This is an optimization exercise on Yosys and OpenROAD, whose aim is small area, a short achievable clock period and few clock cycles, not a production implementation.
Function was checked by simulation only, so behaviour that the tests miss may differ from the original.

## vigen_kdf
module vigen_kdf (
  input  wire         clk,
  input  wire         rst,
  input  wire         start,
  input  wire [255:0] root_key,
  input  wire [3:0]   owner,
  input  wire         machine,
  input  wire [15:0]  epoch,
  output wire         ready,
  output reg          done,
  output wire [255:0] data_key,
  output wire [255:0] tweak_key,
  output reg          weak_root
);
Size in the first run: about 18000 cells after synthesis, about 1700 flip-flops, ~800 I/O pins, ~160000 um2 of cells after synthesis.
==> module aes_round, before the edit <==
module aes_round (
  input  wire [127:0] s,
  input  wire [127:0] rk,
  output wire [127:0] y,
  output wire [127:0] yl
);
  wire [127:0] sr;
  wire [127:0] sb;
  genvar g;
  generate
    for (g = 0; g < 16; g = g + 1) begin : g_sbox
      aes_sbox u_sbox (.a(s[127-8*g -: 8]), .y(sb[127-8*g -: 8]));
    end
  endgenerate
  generate
    for (g = 0; g < 16; g = g + 1) begin : g_shift
      localparam integer R = g % 4;
      localparam integer C = g / 4;
      localparam integer SRC = R + 4 * ((C + R) % 4);
      assign sr[127-8*g -: 8] = sb[127-8*SRC -: 8];
    end
  endgenerate
  function [7:0] xtime(input [7:0] b);
    xtime = {b[6:0], 1'b0} ^ (b[7] ? 8'h1b : 8'h00);
  endfunction
  function [31:0] mix_column(input [31:0] col);
    reg [7:0] a0, a1, a2, a3;
    begin
      a0 = col[31:24];
      a1 = col[23:16];
      a2 = col[15:8];
      a3 = col[7:0];
      mix_column[31:24] = xtime(a0 ^ a1) ^ a1 ^ a2 ^ a3;
      mix_column[23:16] = xtime(a1 ^ a2) ^ a0 ^ a2 ^ a3;
      mix_column[15:8]  = xtime(a2 ^ a3) ^ a0 ^ a1 ^ a3;
      mix_column[7:0]   = xtime(a3 ^ a0) ^ a0 ^ a1 ^ a2;
    end
  endfunction
  wire [127:0] mc = {mix_column(sr[127:96]), mix_column(sr[95:64]),
                     mix_column(sr[63:32]),  mix_column(sr[31:0])};
  assign y  = mc ^ rk;
  assign yl = sr ^ rk;
endmodule
==> module vigen_kdf, before the edit <==
module vigen_kdf (
  input  wire         clk,
  input  wire         rst,
  input  wire         start,
  input  wire [255:0] root_key,
  input  wire [3:0]   owner,
  input  wire         machine,
  input  wire [15:0]  epoch,
  output wire         ready,
  output reg          done,
  output wire [255:0] data_key,
  output wire [255:0] tweak_key,
  output reg          weak_root
);
  reg         act;        
  reg         rdy;
  reg [3:0]   rnd;        
  reg         rn;         
  reg         r14;        
  reg         ldc;        
  reg         pk, pl, pc; 
  reg         chk;        
  reg         valid;      
  reg [255:0] root;
  reg [255:0] kwin;       
  reg [31:0]  eqc;        
  reg [7:0]   obyte;
  reg [15:0]  ep;
  reg [127:0] st  [0:3];
  reg [127:0] xc  [0:3];
  reg [127:0] k2;         
  assign ready     = rdy;
  assign data_key  = {st[0], st[1]};
  assign tweak_key = {st[2], st[3]};
  wire take = start & rdy;
  wire hit  = valid & (&eqc);
  reg [7:0] rcon;
  always @(*) begin
    case (rnd)
      4'd1:    rcon = 8'h01;
      4'd3:    rcon = 8'h02;
      4'd5:    rcon = 8'h04;
      4'd7:    rcon = 8'h08;
      4'd9:    rcon = 8'h10;
      4'd11:   rcon = 8'h20;
      4'd13:   rcon = 8'h40;
      default: rcon = 8'h00;
    endcase
  end
  wire [127:0] nw;
  aes256_kexp u_kexp (.kw(kwin), .odd(rnd[0]), .rcon(rcon), .nw(nw));
  wire [127:0] rk = kwin[127:0];
  wire [127:0] ro [0:3];    
  wire [127:0] rl [0:3];    
  wire         mid  = rn && !r14;
  wire         load = act && ((chk && hit) || ldc);
  wire miss = act && chk && !hit;
  wire endl = act && rn && r14 && pl;
  wire endc = act && rn && r14 && pc;
  wire [127:0] m2c = {24'd0, 32'd512, 8'h80, 64'd0};
  wire [127:0] q   = k2 ^ root[255:128] ^ m2c;
  wire [127:0] lv = rl[0];
  always @(posedge clk)
    if (endl)
      k2 <= {lv[125:0], 2'b00} ^ (lv[127] ? 128'h10e : 128'h0) ^ (lv[126] ? 128'h87 : 128'h0);
  genvar g;
  generate
    for (g = 0; g < 4; g = g + 1) begin : g_lane
      wire [2:0]   ctr  = g + 1;
      wire [127:0] m1   = {29'd0, ctr, "XIELA-OWNER", 8'h00};
      wire [127:0] init = xc[g] ^ {pk ? {obyte, ep} : 24'd0, 104'd0};
      aes_round u_round (.s(st[g]), .rk(rk), .y(ro[g]), .yl(rl[g]));
      always @(posedge clk) begin
        st[g] <= mid ? ro[g] : load ? init : rl[g];
        if (miss || endl)
          xc[g] <= root[255:128] ^ (endl ? m1 : 128'd0);
        else if (endc)
          xc[g] <= rl[g] ^ q;
      end
    end
  endgenerate
  wire is_weak = (root == {256{1'b0}}) || (root == {256{1'b1}});
  integer b;
  always @(posedge clk) begin
    if (rdy)
      kwin <= root_key;
    else if (act && rn)
      kwin <= {kwin[127:0], nw};
    else
      kwin <= root;
    if (rdy) begin
      obyte <= machine ? 8'h10 : {4'h0, owner};
      ep    <= machine ? 16'h0000 : epoch;
      for (b = 0; b < 32; b = b + 1)
        eqc[b] <= (root_key[8*b +: 8] == root[8*b +: 8]);
    end
    if (take)
      root <= root_key;
    if (rst) begin
      act   <= 1'b0;
      rdy   <= 1'b1;
      done  <= 1'b0;
      chk   <= 1'b0;
      ldc   <= 1'b0;
      valid <= 1'b0;
      rn    <= 1'b0;
      rnd   <= 4'd1;
      r14   <= 1'b0;
      pk    <= 1'b1;
      pl    <= 1'b0;
      pc    <= 1'b0;
    end else begin
      done <= 1'b0;
      chk  <= 1'b0;
      ldc  <= 1'b0;
      if (act && chk) begin
        if (hit) begin
          rn  <= 1'b1;
          rnd <= 4'd1;
        end else begin
          valid <= 1'b0;
          pk  <= 1'b0;
          pl  <= 1'b1;
          ldc <= 1'b1;
        end
      end else if (act && ldc) begin
        rn  <= 1'b1;
        rnd <= 4'd1;
        r14 <= 1'b0;
      end else if (act && rn && !r14) begin
        rnd <= rnd + 4'd1;
        r14 <= (rnd == 4'd13);
        rdy <= pk && (rnd == 4'd13);
      end else if (act && pl) begin
        pl  <= 1'b0;
        pc  <= 1'b1;
        rn  <= 1'b0;
        r14 <= 1'b0;
        ldc <= 1'b1;
      end else if (act && pc) begin
        valid <= 1'b1;
        pc  <= 1'b0;
        pk  <= 1'b1;
        rn  <= 1'b0;
        r14 <= 1'b0;
        ldc <= 1'b1;
      end else begin
        if (act) begin
          done      <= 1'b1;
          weak_root <= is_weak;
        end
        act <= take;
        chk <= take;
        rdy <= !take;
        rn  <= 1'b0;
        r14 <= 1'b0;
        pk  <= 1'b1;
        pl  <= 1'b0;
        pc  <= 1'b0;
      end
    end
  end
endmodule
clock: 10.0 ns
lec_check: 0
cap_margin: 30
core_margin: 2
core_utilization: 45
setup_slack_margin: 4
slew_margin: 20
tns_end_percent: 5
standard.sh (not shown) runs the stock make flow with config.mk's settings and CLKGATE_MAP_FILE= SYNTH_SCRIPT=/design/flow/synth_recipe.tcl, a recipe that flattens the netlist after the stock synthesis.
==> flow/flow/run.sh <==
#!/bin/bash
# Own layout flow: the standard layout, except that synthesis maps the
# logic with Yosys's own ABC script (which keeps the AES datapath's XOR
# structure) instead of ORFS's, and skips ORFS's full-adder extraction.
# Everything else, registers included, is the standard synthesis: the same
# synth passes (-nofsm -noshare), flip-flop mapping, flattening and renaming.
# Each tool's output goes to a log file of its own in the work folder.
set -euo pipefail
W=$PWD
# ABC's delay target for the mapping, in ps
export MY_ABC_PS=$(cat "$W/flow/abc_ps.txt")

# Synthesis script: the abc override, then the standard flow's synthesis script unchanged.
cat "$W/flow/abc_override.tcl" "$W/synth_recipe.tcl" > "$W/own_synth.tcl"

# standard.sh with that script (and no adder extraction), for the synth step.
sed -e "s|SYNTH_SCRIPT=[^ ]*synth_recipe.tcl|SYNTH_SCRIPT=$W/own_synth.tcl ADDER_MAP_FILE=|" \
  "$W/standard.sh" > "$W/own_synth.sh"
grep -q "own_synth.tcl ADDER_MAP_FILE=" "$W/own_synth.sh"

bash "$W/own_synth.sh" synth > "$W/synth.log" 2>&1
# The rest of the layout is the standard flow's own, from floorplan to finish.
bash "$W/standard.sh" > "$W/layout.log" 2>&1
test -f "$W/out/final.def"
==> flow/flow/abc_override.tcl <==
# Replaces the abc command that ORFS's synth.tcl calls: map with Yosys's
# default ABC script for liberty libraries, at the delay target MY_ABC_PS,
# with the same liberty files and don't-use cells, and without the 3-input
# XOR cells, which are slower and larger than two 2-input ones.
proc abc {args} {
  set lib_args {}
  foreach lib $::env(LIB_FILES) { lappend lib_args -liberty $lib }
  set du {}
  if { [info exists ::env(DONT_USE_CELLS)] } {
    foreach cell $::env(DONT_USE_CELLS) { lappend du -dont_use $cell }
  }
  lappend du -dont_use sky130_fd_sc_hd__xor3_* -dont_use sky130_fd_sc_hd__xnor3_*
  yosys abc {*}$lib_args {*}$du -D $::env(MY_ABC_PS)
}
==> flow/flow/abc_ps.txt <==
4000
Testbench counts at the start, summed over its fixed seeds: cycles 2,296.
Change:
--- a/flow/design.v
+++ b/flow/design.v
@@ -148,8 +148,8 @@
   input  wire [127:0] s,
   input  wire [127:0] rk,
-  output wire [127:0] y,
-  output wire [127:0] yl
+  input  wire         last,
+  output wire [127:0] sr,
+  output wire [127:0] y
 );
-  wire [127:0] sr;
   wire [127:0] sb;
   genvar g;
@@ -185,6 +185,5 @@
   wire [127:0] mc = {mix_column(sr[127:96]), mix_column(sr[95:64]),
                      mix_column(sr[63:32]),  mix_column(sr[31:0])};
-  assign y  = mc ^ rk;
-  assign yl = sr ^ rk;
+  assign y = (last ? sr : mc) ^ rk;
 endmodule
 module aes256_kexp (
@@ -262,7 +261,6 @@
   aes256_kexp u_kexp (.kw(kwin), .odd(rnd[0]), .rcon(rcon), .nw(nw));
   wire [127:0] rk = kwin[127:0];
-  wire [127:0] ro [0:3];    
-  wire [127:0] rl [0:3];    
-  wire         mid  = rn && !r14;
+  wire [127:0] sr [0:3];
+  wire [127:0] ro [0:3];
   wire         load = act && ((chk && hit) || ldc);
   wire miss = act && chk && !hit;
@@ -271,5 +269,5 @@
   wire [127:0] m2c = {24'd0, 32'd512, 8'h80, 64'd0};
   wire [127:0] q   = k2 ^ root[255:128] ^ m2c;
-  wire [127:0] lv = rl[0];
+  wire [127:0] lv = sr[0] ^ rk;
   always @(posedge clk)
     if (endl)
@@ -281,11 +279,11 @@
       wire [127:0] m1   = {29'd0, ctr, "XIELA-OWNER", 8'h00};
       wire [127:0] init = xc[g] ^ {pk ? {obyte, ep} : 24'd0, 104'd0};
-      aes_round u_round (.s(st[g]), .rk(rk), .y(ro[g]), .yl(rl[g]));
+      aes_round u_round (.s(st[g]), .rk(rk), .last(r14), .sr(sr[g]), .y(ro[g]));
       always @(posedge clk) begin
-        st[g] <= mid ? ro[g] : load ? init : rl[g];
+        st[g] <= load ? init : ro[g];
         if (miss || endl)
           xc[g] <= root[255:128] ^ (endl ? m1 : 128'd0);
         else if (endc)
-          xc[g] <= rl[g] ^ q;
+          xc[g] <= sr[g] ^ (rk ^ q);
       end
     end
- The changed run went through all stages and came out clean
- wire length shrinks by 2.2%
- utilization rose by 2.5 points
- sequential share of layout area fell by 1.0 points
- hold slack loses 0.036 ns
Testbench counts after the change, summed over its fixed seeds: cycles 2,296.

[what the ideal ports hide]
The flow's constraints put no driver on any port. The routed layouts listed below were extracted and timed again, unchanged, in two steps.
Step 1 sets driving cells, clkbuf_16 on the clock port and buf_2 on the other inputs (assumed; they add their load-dependent delay and slew).
Step 2 moves the port delays by t, midway between the first and last clock arrival at a register: inputs arrive t later, outputs are due t later. That takes back most of the time a late clock gives input paths.
Three values: ideal ports, drivers, drivers and shift; two values: the first two.
| run | t, ns | setup WS [ns] | worst data-port slew with drivers (ns) |
|---|---|---|---|
| the first run | 1.077 | 3.862 / 3.862 / 3.862 | 0.32 |
| the second run | 1.083 | 3.868 / 3.868 / 3.868 | 0.29 |
After both steps every run listed still meets setup and hold.
